Source: an optimization exercise on an open RTL-to-GDS flow (aim: small area, a short achievable clock period and few clock cycles per item). Production flows keep margins and buffers that such runs may drop. No run shown here included a check of the RTL's function; only the layout flow was run.

--- design/flow/run.sh ---
#!/bin/bash
# synth_recipe.tcl (not shown) runs the flow's synth.tcl, then flattens the netlist and writes it again
# the make line also repeats each setting of config.mk as NAME=value (left out here)
make -C /OpenROAD-flow-scripts/flow DESIGN_CONFIG=/design/flow/config.mk WORK_HOME=/design/flow/orfs CLKGATE_MAP_FILE= SYNTH_SCRIPT=/design/flow/synth_recipe.tcl finish
--- design/flow/config.mk ---
export PLATFORM = sky130hd
export DESIGN_NAME = sr_bf16
export DESIGN_NICKNAME = sr_bf16
export VERILOG_FILES = /design/flow/design.v
export SDC_FILE = /design/flow/constraint.sdc
export NUM_CORES = 4
export LEC_CHECK = 0
export CAP_MARGIN = 20
export CORE_MARGIN = 2
export CORE_UTILIZATION = 40
export PLACE_DENSITY = 0.6
export SLEW_MARGIN = 20
--- design/flow/constraint.sdc ---
create_clock -name core_clock -period 60.0 [get_ports {clk}]
set_input_delay 12.0000 -clock core_clock [delete_from_list [all_inputs] [get_ports {clk}]]
set_output_delay 12.0000 -clock core_clock [all_outputs]
set_load 0.01 [all_outputs]
--- design/flow/design.v ---
module sr_bf16 (
    input  wire        clk,
    input  wire        rst,
    input  wire        cfg_load,
    input  wire [63:0] cfg_seed,
    input  wire [63:0] cfg_step,
    input  wire [63:0] cfg_idx_base,
    input  wire [63:0] cfg_idx_stride,
    input  wire        in_valid,
    output reg         in_ready,
    input  wire [31:0] in_data,
    output reg         out_valid,
    input  wire        out_ready,
    output reg  [15:0] out_data
);
    reg [63:0] seed, step, stride;
    reg [63:0] idx;           
    function [31:0] rotl;
        input [31:0] x;
        input integer n;
        begin
            rotl = (x << n) | (x >> (32 - n));
        end
    endfunction
    function [127:0] sr_step;
        input [127:0] st;
        input [63:0]  s;
        input integer j;
        reg [31:0] a, b, c, d;
        begin
            a = st[127:96]; b = st[95:64]; c = st[63:32]; d = st[31:0];
            case (j % 4)
                0: begin a = a + b + s[31:0]  + (j / 4) * 32'h9e37_79b9; d = rotl(d ^ a, 16); end
                1: begin c = c + d + s[63:32] + (j / 4) * 32'hbb67_ae85; b = rotl(b ^ c, 12); end
                2: begin a = a + b; d = rotl(d ^ a, 8); end
                default: begin c = c + d; b = rotl(b ^ c, 7); end
            endcase
            sr_step = {a, b, c, d};
        end
    endfunction
    function [15:0] sr_round;
        input [31:0] x;
        input [15:0] r;
        reg [31:0] sum;
        begin
            if (x[30:23] == 8'hFF) begin
                if (x[22:0] != 23'd0) sr_round = {x[31], 15'h7FC0};    
                else                  sr_round = x[31:16];            
            end else begin
                sum = x + {16'd0, r};
                if (sum[30:23] == 8'hFF) sr_round = {x[31], 15'h7F7F};
                else                     sr_round = sum[31:16];
            end
        end
    endfunction
    wire accept = in_valid && in_ready;
    integer j;
    reg [127:0] h0;
    always @* begin
        h0 = {idx[31:0], idx[63:32], step[31:0], step[63:32]};
        for (j = 0; j < 3; j = j + 1)
            h0 = sr_step(h0, seed, j);
    end
    reg [127:0] p1_st;
    reg [31:0]  p1_x;
    reg         p1_v;
    always @(posedge clk) begin
        p1_st <= h0;
        p1_x  <= in_data;
        p1_v  <= !rst && accept;
    end
    reg [127:0] h1;
    always @* begin
        h1 = p1_st;
        for (j = 3; j < 7; j = j + 1)
            h1 = sr_step(h1, seed, j);
    end
    reg [127:0] p2_st;
    reg [31:0]  p2_x;
    reg         p2_v;
    always @(posedge clk) begin
        p2_st <= h1;
        p2_x  <= p1_x;
        p2_v  <= !rst && p1_v;
    end
    reg [127:0] h2;
    always @* begin
        h2 = p2_st;
        for (j = 7; j < 10; j = j + 1)
            h2 = sr_step(h2, seed, j);
    end
    reg [127:0] p3_st;
    reg [31:0]  p3_x;
    reg         p3_v;
    always @(posedge clk) begin
        p3_st <= h2;
        p3_x  <= p2_x;
        p3_v  <= !rst && p2_v;
    end
    reg [127:0] h3;
    always @* begin
        h3 = p3_st;
        for (j = 10; j < 13; j = j + 1)
            h3 = sr_step(h3, seed, j);
    end
    reg [127:0] p4_st;
    reg [31:0]  p4_x;
    reg         p4_v;
    always @(posedge clk) begin
        p4_st <= h3;
        p4_x  <= p3_x;
        p4_v  <= !rst && p3_v;
    end
    reg [127:0] h4;
    always @* begin
        h4 = p4_st;
        for (j = 13; j < 16; j = j + 1)
            h4 = sr_step(h4, seed, j);
    end
    wire [31:0] rnd = h4[127:96] ^ h4[95:64] ^ h4[63:32] ^ h4[31:0];
    wire [15:0] res = sr_round(p4_x, rnd[15:0]);
    reg [5:0] t;
    reg [2:0] n;              
    wire       pop  = out_valid && out_ready;
    wire       push = p4_v;
    wire [3:0] held = n + p1_v + p2_v + p3_v + p4_v;
    wire room0 = held <= 4'd6;
    wire room1 = held <= 4'd5;
    wire room2 = held <= 4'd4;
    reg [15:0] q1;
    reg [15:0] q2;
    reg [15:0] q3;
    reg [15:0] q4;
    reg [15:0] q5;
    always @(posedge clk) begin
        if (rst) begin
            t         <= 6'd0;
            n         <= 3'd0;
            out_valid <= 1'b0;
            in_ready  <= 1'b0;
        end else begin
            if (push && !pop) begin
                t         <= {t[4:0], 1'b1};
                n         <= n + 1'b1;
                out_valid <= 1'b1;
            end else if (pop && !push) begin
                t         <= {1'b0, t[5:1]};
                n         <= n - 1'b1;
                out_valid <= t[1];
            end
            if (accept && !pop)      in_ready <= room2;
            else if (pop && !accept) in_ready <= room0;
            else                     in_ready <= room1;
        end
        if (pop) out_data <= (t[0] && !t[1]) ? res : q1;
        else if (!t[0]) out_data <= res;
        if (pop) q1 <= (t[1] && !t[2]) ? res : q2;
        else if (t[0] && !t[1]) q1 <= res;
        if (pop) q2 <= (t[2] && !t[3]) ? res : q3;
        else if (t[1] && !t[2]) q2 <= res;
        if (pop) q3 <= (t[3] && !t[4]) ? res : q4;
        else if (t[2] && !t[3]) q3 <= res;
        if (pop) q4 <= (t[4] && !t[5]) ? res : q5;
        else if (t[3] && !t[4]) q4 <= res;
        if (pop) q5 <= (t[5]) ? res : res;
        else if (t[4] && !t[5]) q5 <= res;
        if (cfg_load) begin
            seed   <= cfg_seed;
            step   <= cfg_step;
            stride <= cfg_idx_stride;
            idx    <= cfg_idx_base;
        end else if (accept) begin
            idx    <= idx + stride;
        end
    end
endmodule
==> flow_summary.yaml, run 1 <==
sta:
  period_minus_slack_ns: 15.97
  maxSlewViolCount: 0
  setup_viol: 0
  maxSlewHeadroom_pct: 11.5
  skew_ns: 0.0512
  worst_pin_slew_ns: 1.32
  hold_violations: 0
  final.setup.tns_ns: 0
  period_share_pct: 26.6
  max_freq_mhz: 62.6
  rsz0062_at_grt: "no"
route:
  ant_nets: 0
  route.vias.total: 51700
  vias_per_cell: 5.45
  drtIter0Drc: 4334
  drt_pre_antenna_iters: 6
  drcViolationCount: 0
  wl_per_cell_um: 27.7
  wirelength_um: 263000
critical_path:
  crit_fanout: 5
  worstSetupPathType: "reg -> reg"
  cp_data_arrival_time_ns: 16.58
  reg2reg_depth: 57
  slowest_delay_ns: 0.82
  rrSetupSlack_ns: 44.03
  end_kind: "flip-flop"
  cpMaxStageDelayCell: "xnor2_1"
  crit_required_ns: 60.61
  cp-start-kind: "flip-flop"
  timing.critical_path.mode_cell: "a21o_1"
synthesis:
  async_reset_ff_share_pct: 0
  ys_types: 82
  synthTopCellsByArea: "dfxtp_1, ha_1, edfxtp_1"
  synth_nets: 8115
  avgSynthCellArea_sq_um: 9.82
  synth_edf_count: 272
  ys.flop_type: "dfxtp_1"
  yosys.area.top_type: "dfxtp_1"
  synthCells: 6802
  ys.warnings.count: 1
  yosysTopAreaCellShare_pct: 22.0
  ys_seq_area_share_pct: 34.2
  synth.cell_area_sq_um: 66800
  ys_seq_elements: 1006
clock_network:
  cts_made_buffers: 116
  cts_resized: 0
  clock_path_buffers: 3
  post_cts_buffers: 0
  clk_latency_ns: 0.77
  ctsHoldBuffers: 0
  clkTransAtPathRegs_ns: 0.07
  root_buffer: "clkbuf_16"
  cts.sinks: 1006
  cts_max_level: 3
  tritoncts: "done"
place:
  port_buffers: 310
  dp_cells: 9257
  dp_hpwl_um: 228000
  gp_congestion: 1.05
floorplan:
  start_util_pct: 40.4
  die_y_um: 413
  die_w_um: 413
  rows: 149
  ios: 311
  die_area_sq_um: 170000
  fp.coreArea_sq_um: 165000
cells_and_area:
  fill_cells: 15600
  area_growth_pct: 14.8
  drive_above_1_share_pct: 4.01
  instances_no_fill: 9479
  final_nets: 8499
global_route:
  grt_overflow: 0
  grt_max_degree: 109
  grt_pass1_wl_um: 368000
  antenna_found_initial: 8
  grt_pass1_vias: 52100
  grt_use_total_pct: 30.6
min_path:
  hp-class: "reg -> reg"
  hold_depth: 0
run:
  max_cap_viol_count: 0
status:
  status: "finished clean"
cell type report:
type	instances	area, sq um	share of cell area [%]
multi-input combinational	4944	40800	53.2
sequential	1006	22900	29.8
clock buffer	150	3320	4.33
timing repair buffer	335	3300	4.30
inverter	783	2940	3.83
tap	2189	2740	3.57
clock inverter	66	743	0.969
antenna	6	15.0	0.0196
cells by family after synthesis:
group / synth area share [%]
buffers and inverters: 4.79
and+or+nand+nor: 8.87
adders and majority gates: 22.1
muxes: 0.262
xor gates and xnor gates: 14.5
AOI/OAI and AO/OA: 15.3
DFF: 34.2
synth_stat cells (23+ instances only):
cell type,count
inv_1,783
ha_1,755
dfxtp_1,734
xnor2_1,659
a21oi_1,435
xor2_1,397
nor2_1,385
o21ai_0,339
nand2_1,328
edfxtp_1,272
fa_1,265
a21o_1,239
o21a_1,96
nand3_1,86
nor3_1,86
nand2b_1,69
clkbuf_1,65
o21bai_1,65
nor2b_1,63
a211oi_1,51
a31oi_1,48
and3_1,39
a221oi_1,37
or3_1,35
and2_1,34
o31ai_1,34
nand4_1,32
o211ai_1,23
or2_2,23
cell usage in the layout, fill, tap and decap left out, types with 35 or more instances in the layout:
cell type	netlist	routed
inv_1	783	783
ha_1	755	755
dfxtp_1	734	734
xnor2_1	659	656
a21oi_1	435	435
xor2_1	397	395
nor2_1	385	384
o21ai_0	339	339
nand2_1	328	327
clkdlybuf4s50_1	0	309
edfxtp_1	272	272
fa_1	265	265
a21o_1	239	239
clkbuf_16	0	124
o21a_1	96	96
nor3_1	86	86
nand3_1	86	86
nand2b_1	69	69
o21bai_1	65	65
nor2b_1	63	62
a211oi_1	51	51
a31oi_1	48	48
and3_1	39	39
a221oi_1	37	37
or3_1	35	35
flip-flops by register name, summed over array words and instances (netlist names), 64 cells and up:
name    cells
p1_st     128
p2_st     128
p3_st     128
p4_st     128
idx        64
seed       64
step       64
stride     64
layer usage:
metal	up-vias	global-route usage (%)	wire [um]
met5	-	0	33
met3	640	4.27	13500
met1	24800	35.2	102000
met2	1981	50.9	122000
li1	24200	-	-
met4	4	24.5	25200
metrics by stage:
step | util [%] | area [sq um] | worst slack, ns | hold WS, ns
2_1_floorplan | - | 66800 | 45.40 | 0.310
3_3_place_gp | 43.9 | 72600 | 44.26 | 0.311
3_5_place_dp | 43.9 | 72600 | 44.22 | 0.312
4_1_cts | 46.4 | 76700 | 44.21 | 0.324
5_1_grt | 46.4 | 76700 | 43.03 | 0.330
6_report | 46.4 | 76700 | 44.03 | 0.318
worst paths after layout:
kind	to	from
setup / recovery	p2_st[6]$_DFF_P_	p1_st[0]$_DFF_P_
hold / removal	p4_x[30]$_DFF_P_	p3_x[30]$_DFF_P_
setup reg to reg	p2_st[6]$_DFF_P_	p1_st[0]$_DFF_P_
hold reg to reg	p4_x[30]$_DFF_P_	p3_x[30]$_DFF_P_
worst max-delay path: cells and delay by family (launching register included):
| kind | cells | cell delay, ns |
|---|---|---|
| adders and majority gates | 10 | 3.43 |
| buffers and inverters | 4 | 0.38 |
| xor gates and xnor gates | 6 | 2.01 |
| AOI/OAI and AO/OA | 28 | 8.12 |
| and+or+nand+nor | 9 | 1.55 |
| DFF | 1 | 0.33 |
==> inputs of run 2 (changes only) <==
--- a/design/flow/design.v
+++ b/design/flow/design.v
@@ -58,7 +58,7 @@
     reg [127:0] h0;
     always @* begin
         h0 = {idx[31:0], idx[63:32], step[31:0], step[63:32]};
-        for (j = 0; j < 3; j = j + 1)
+        for (j = 0; j < 4; j = j + 1)
             h0 = sr_step(h0, seed, j);
     end
     reg [127:0] p1_st;
@@ -72,7 +72,7 @@
     reg [127:0] h1;
     always @* begin
         h1 = p1_st;
-        for (j = 3; j < 7; j = j + 1)
+        for (j = 4; j < 8; j = j + 1)
             h1 = sr_step(h1, seed, j);
     end
     reg [127:0] p2_st;
@@ -86,7 +86,7 @@
     reg [127:0] h2;
     always @* begin
         h2 = p2_st;
-        for (j = 7; j < 10; j = j + 1)
+        for (j = 8; j < 12; j = j + 1)
             h2 = sr_step(h2, seed, j);
     end
     reg [127:0] p3_st;
@@ -100,51 +100,36 @@
     reg [127:0] h3;
     always @* begin
         h3 = p3_st;
-        for (j = 10; j < 13; j = j + 1)
+        for (j = 12; j < 16; j = j + 1)
             h3 = sr_step(h3, seed, j);
     end
-    reg [127:0] p4_st;
-    reg [31:0]  p4_x;
-    reg         p4_v;
-    always @(posedge clk) begin
-        p4_st <= h3;
-        p4_x  <= p3_x;
-        p4_v  <= !rst && p3_v;
-    end
-    reg [127:0] h4;
-    always @* begin
-        h4 = p4_st;
-        for (j = 13; j < 16; j = j + 1)
-            h4 = sr_step(h4, seed, j);
-    end
-    wire [31:0] rnd = h4[127:96] ^ h4[95:64] ^ h4[63:32] ^ h4[31:0];
-    wire [15:0] res = sr_round(p4_x, rnd[15:0]);
-    reg [5:0] t;
+    wire [31:0] rnd = h3[127:96] ^ h3[95:64] ^ h3[63:32] ^ h3[31:0];
+    wire [15:0] res = sr_round(p3_x, rnd[15:0]);
+    reg [4:0] t;
     reg [2:0] n;              
     wire       pop  = out_valid && out_ready;
-    wire       push = p4_v;
-    wire [3:0] held = n + p1_v + p2_v + p3_v + p4_v;
-    wire room0 = held <= 4'd6;
-    wire room1 = held <= 4'd5;
-    wire room2 = held <= 4'd4;
+    wire       push = p3_v;
+    wire [3:0] held = n + p1_v + p2_v + p3_v;
+    wire room0 = held <= 4'd5;
+    wire room1 = held <= 4'd4;
+    wire room2 = held <= 4'd3;
     reg [15:0] q1;
     reg [15:0] q2;
     reg [15:0] q3;
     reg [15:0] q4;
-    reg [15:0] q5;
     always @(posedge clk) begin
         if (rst) begin
-            t         <= 6'd0;
+            t         <= 5'd0;
             n         <= 3'd0;
             out_valid <= 1'b0;
             in_ready  <= 1'b0;
         end else begin
             if (push && !pop) begin
-                t         <= {t[4:0], 1'b1};
+                t         <= {t[3:0], 1'b1};
                 n         <= n + 1'b1;
                 out_valid <= 1'b1;
             end else if (pop && !push) begin
-                t         <= {1'b0, t[5:1]};
+                t         <= {1'b0, t[4:1]};
                 n         <= n - 1'b1;
                 out_valid <= t[1];
             end
@@ -160,10 +145,8 @@
         else if (t[1] && !t[2]) q2 <= res;
         if (pop) q3 <= (t[3] && !t[4]) ? res : q4;
         else if (t[2] && !t[3]) q3 <= res;
-        if (pop) q4 <= (t[4] && !t[5]) ? res : q5;
+        if (pop) q4 <= (t[4]) ? res : res;
         else if (t[3] && !t[4]) q4 <= res;
-        if (pop) q5 <= (t[5]) ? res : res;
-        else if (t[4] && !t[5]) q5 <= res;
         if (cfg_load) begin
             seed   <= cfg_seed;
             step   <= cfg_step;
==> run 2 against run 1 <==
Effect of this change: still clean on timing, DRC and antenna; first-iteration DRC count shrank 21%; area after synthesis down 6.2%; largest cell class unchanged.
==> flow_summary.yaml, run 2 <==
status:
  status: "finished clean"
synthesis:
  ys.flop_type: "dfxtp_1"
  yosys.area.top_type: "dfxtp_1"
  synth_edf_count: 272
  avgSynthCellArea_sq_um: 9.69
  yosysTopAreaCellShare_pct: 17.8
  ys_seq_area_share_pct: 30.8
  yosysMostFrequentCell: "inv_1"
  async_reset_ff_share_pct: 0
  synth_nets: 7773
  synthTopCellsByCount: "inv_1, ha_1, xnor2_1, dfxtp_1, a21oi_1"
  synthTopCellsByArea: "dfxtp_1, ha_1, edfxtp_1"
  ys_types: 95
  synth.cell_area_sq_um: 62600
  synthCells: 6461
  ys_seq_elements: 828
  ys.warnings.count: 1
cells_and_area:
  drive_above_1_share_pct: 4.54
  layout_common_cells: "inv_1, ha_1, xnor2_1, dfxtp_1, a21oi_1"
  reg_top3: "p1_st (128), p2_st (128), p3_st (128)"
  fill_cells: 14800
  final_common_cell: "inv_1"
  instances_no_fill: 9006
  area_growth_pct: 14.9
  finalCoreUtilization_pct: 46.1
  final_area_sq_um: 71900
  final_nets: 8167
global_route:
  grt_pass1_wl_um: 359000
  antenna_found_initial: 20
  gr-usage-met2_pct: 54.1
  grt_pass1_vias: 49500
  grt_max_degree: 177
  grt_use_total_pct: 32.2
  grt_overflow: 0
  grt.busiest_layer: "met2"
  use_met3_pct: 4.81
  globalRouteMet1Util_pct: 34.5
clock_network:
  clock_path_buffers: 3
  cts_made_buffers: 98
  clkTransAtPathRegs_ns: 0.06
  cts.sinks: 828
  tritoncts: "done"
  root_buffer: "clkbuf_16"
  cts_resized: 0
  cts_max_level: 3
  post_cts_buffers: 0
  clk_latency_ns: 0.76
  ctsHoldBuffers: 0
route:
  ant_nets: 0
  drcViolationCount: 0
  drtIter0Drc: 3440
  wl_per_cell_um: 28.8
  wirelength_um: 260000
  route.vias.total: 48800
  drt_pre_antenna_iters: 6
  vias_per_cell: 5.41
sta:
  hold_violations: 0
  maxSlewHeadroom_pct: 12.5
  final.setup.tns_ns: 0
  skew_ns: 0.0366
  fin_ws_ns: 40.93
  worst_pin_slew_ns: 1.31
  rsz0062_at_grt: "no"
  period_minus_slack_ns: 19.07
  max_freq_mhz: 52.4
  maxSlewViolCount: 0
  whs_ns: 0.326
  setup_viol: 0
  period_share_pct: 31.8
critical_path:
  worstSetupPathType: "reg -> reg"
  crit_fanout: 17
  cp_data_arrival_time_ns: 19.67
  crit_required_ns: 60.60
  timing.critical_path.mode_cell: "a21o_1"
  slowest_delay_ns: 0.73
  end_kind: "flip-flop"
  cpMaxStageDelayCell: "xor2_1"
  reg2reg_depth: 66
  cp-start-kind: "flip-flop"
floorplan:
  ios: 311
  fp.coreArea_sq_um: 156000
  die_y_um: 400
  rows: 145
  die_w_um: 400
  start_util_pct: 40.2
  die_area_sq_um: 160000
place:
  gp_congestion: 1.04
  port_buffers: 310
  dp_hpwl_um: 226000
  place_ws_ns: 41.11
  dp_cells: 8812
  postPlaceCellArea_sq_um: 68400
min_path:
  hold_depth: 0
  hp-class: "reg -> reg"
run:
  max_cap_viol_count: 0
==> run 2: cell count changes after synthesis, moves of 27 or more <==
cell,change
nor2_1,-30
a21oi_1,-45
a221oi_1,-27
xor2_1,-71
o211ai_1,+29
o21ai_0,-66
xnor2_1,+43
dfxtp_1,-178
nand2_1,-31
==> run 2: worst paths after layout <==
check | from | endpoint | slack, ns
worst max-delay path | seed[0]$_DFFE_PP_ | out_data[4]$_DFFE_PP_ | 40.93
worst min-delay path | p1_x[19]$_DFF_P_ | p2_x[19]$_DFF_P_ | 0.33
worst max register to register | seed[0]$_DFFE_PP_ | out_data[4]$_DFFE_PP_ | 40.93
worst min register to register | p1_x[19]$_DFF_P_ | p2_x[19]$_DFF_P_ | 0.33
==> run 2: cell families after synthesis <==
group / Yosys count / share of synthesized area, %
flops: 828 / 30.8
compound gates: 1473 / 15.5
simple gates: 1229 / 9.48
buf+inv: 839 / 5.04
fa+ha+maj: 1019 / 23.5
mux: 20 / 0.338
xor+xnor: 1053 / 15.3
==> run 2: final cells by class <==
| class | instances | area (sq um) | area share (%) |
|---|---|---|---|
| inverters | 774 | 2910 | 4.04 |
| clock inverters | 57 | 627 | 0.872 |
| diodes | 10 | 25.0 | 0.0348 |
| clock buffers | 126 | 2760 | 3.83 |
| well taps | 2058 | 2570 | 3.58 |
| flip-flops and latches | 828 | 19300 | 26.8 |
| repair buffers | 359 | 3490 | 4.86 |
| multi-input cells | 4794 | 40200 | 56.0 |
==> run 2: critical path: cells and delay by family, from the launching register on <==
kind	cells	cell delay [ns]
AND/OR/NAND/NOR	9	2.11
buffers and inverters	3	0.36
XOR/XNOR	7	2.13
AO/OA/AOI/OAI	37	10.22
flip-flops	1	0.51
adder cells (fa/ha/maj)	10	3.57
==> run 2: per-layer routing <==
layer / vias to the layer above / share of wire (%)
met4: 4 / 11
met1: 23300 / 37
li1: 23100 / -
met5: - / 0.010
met2: 1679 / 47
met3: 686 / 4.5

==> re-timing with driven ports <==
Ports are ideal in the flow. The routed layouts listed here were re-timed in OpenROAD. Step 1 (the two cells are an assumption about what drives the block):
set clk [get_ports {clk}]
set_driving_cell -lib_cell sky130_fd_sc_hd__clkbuf_16 $clk
set_driving_cell -lib_cell sky130_fd_sc_hd__buf_2 [delete_from_list [all_inputs] $clk]
Step 2 adds t to the input delays and takes it off the output delays; t is the mean of the earliest and latest rising clock arrival at the registers after step 1. Input paths then give back, and output paths get back, about the clock's delay inside the block. Slacks: ideal ports / drivers / drivers and shift; pairs: ideal ports / drivers.
run | shift t [ns] | slack for setup (ns) | cell pins on the clock port's net
run 1 | 0.836 | 44.030 / 44.030 / 44.030 | 1
run 2 | 0.825 | 40.932 / 40.932 / 40.932 | 1
After both steps setup and hold are still met in every run listed.
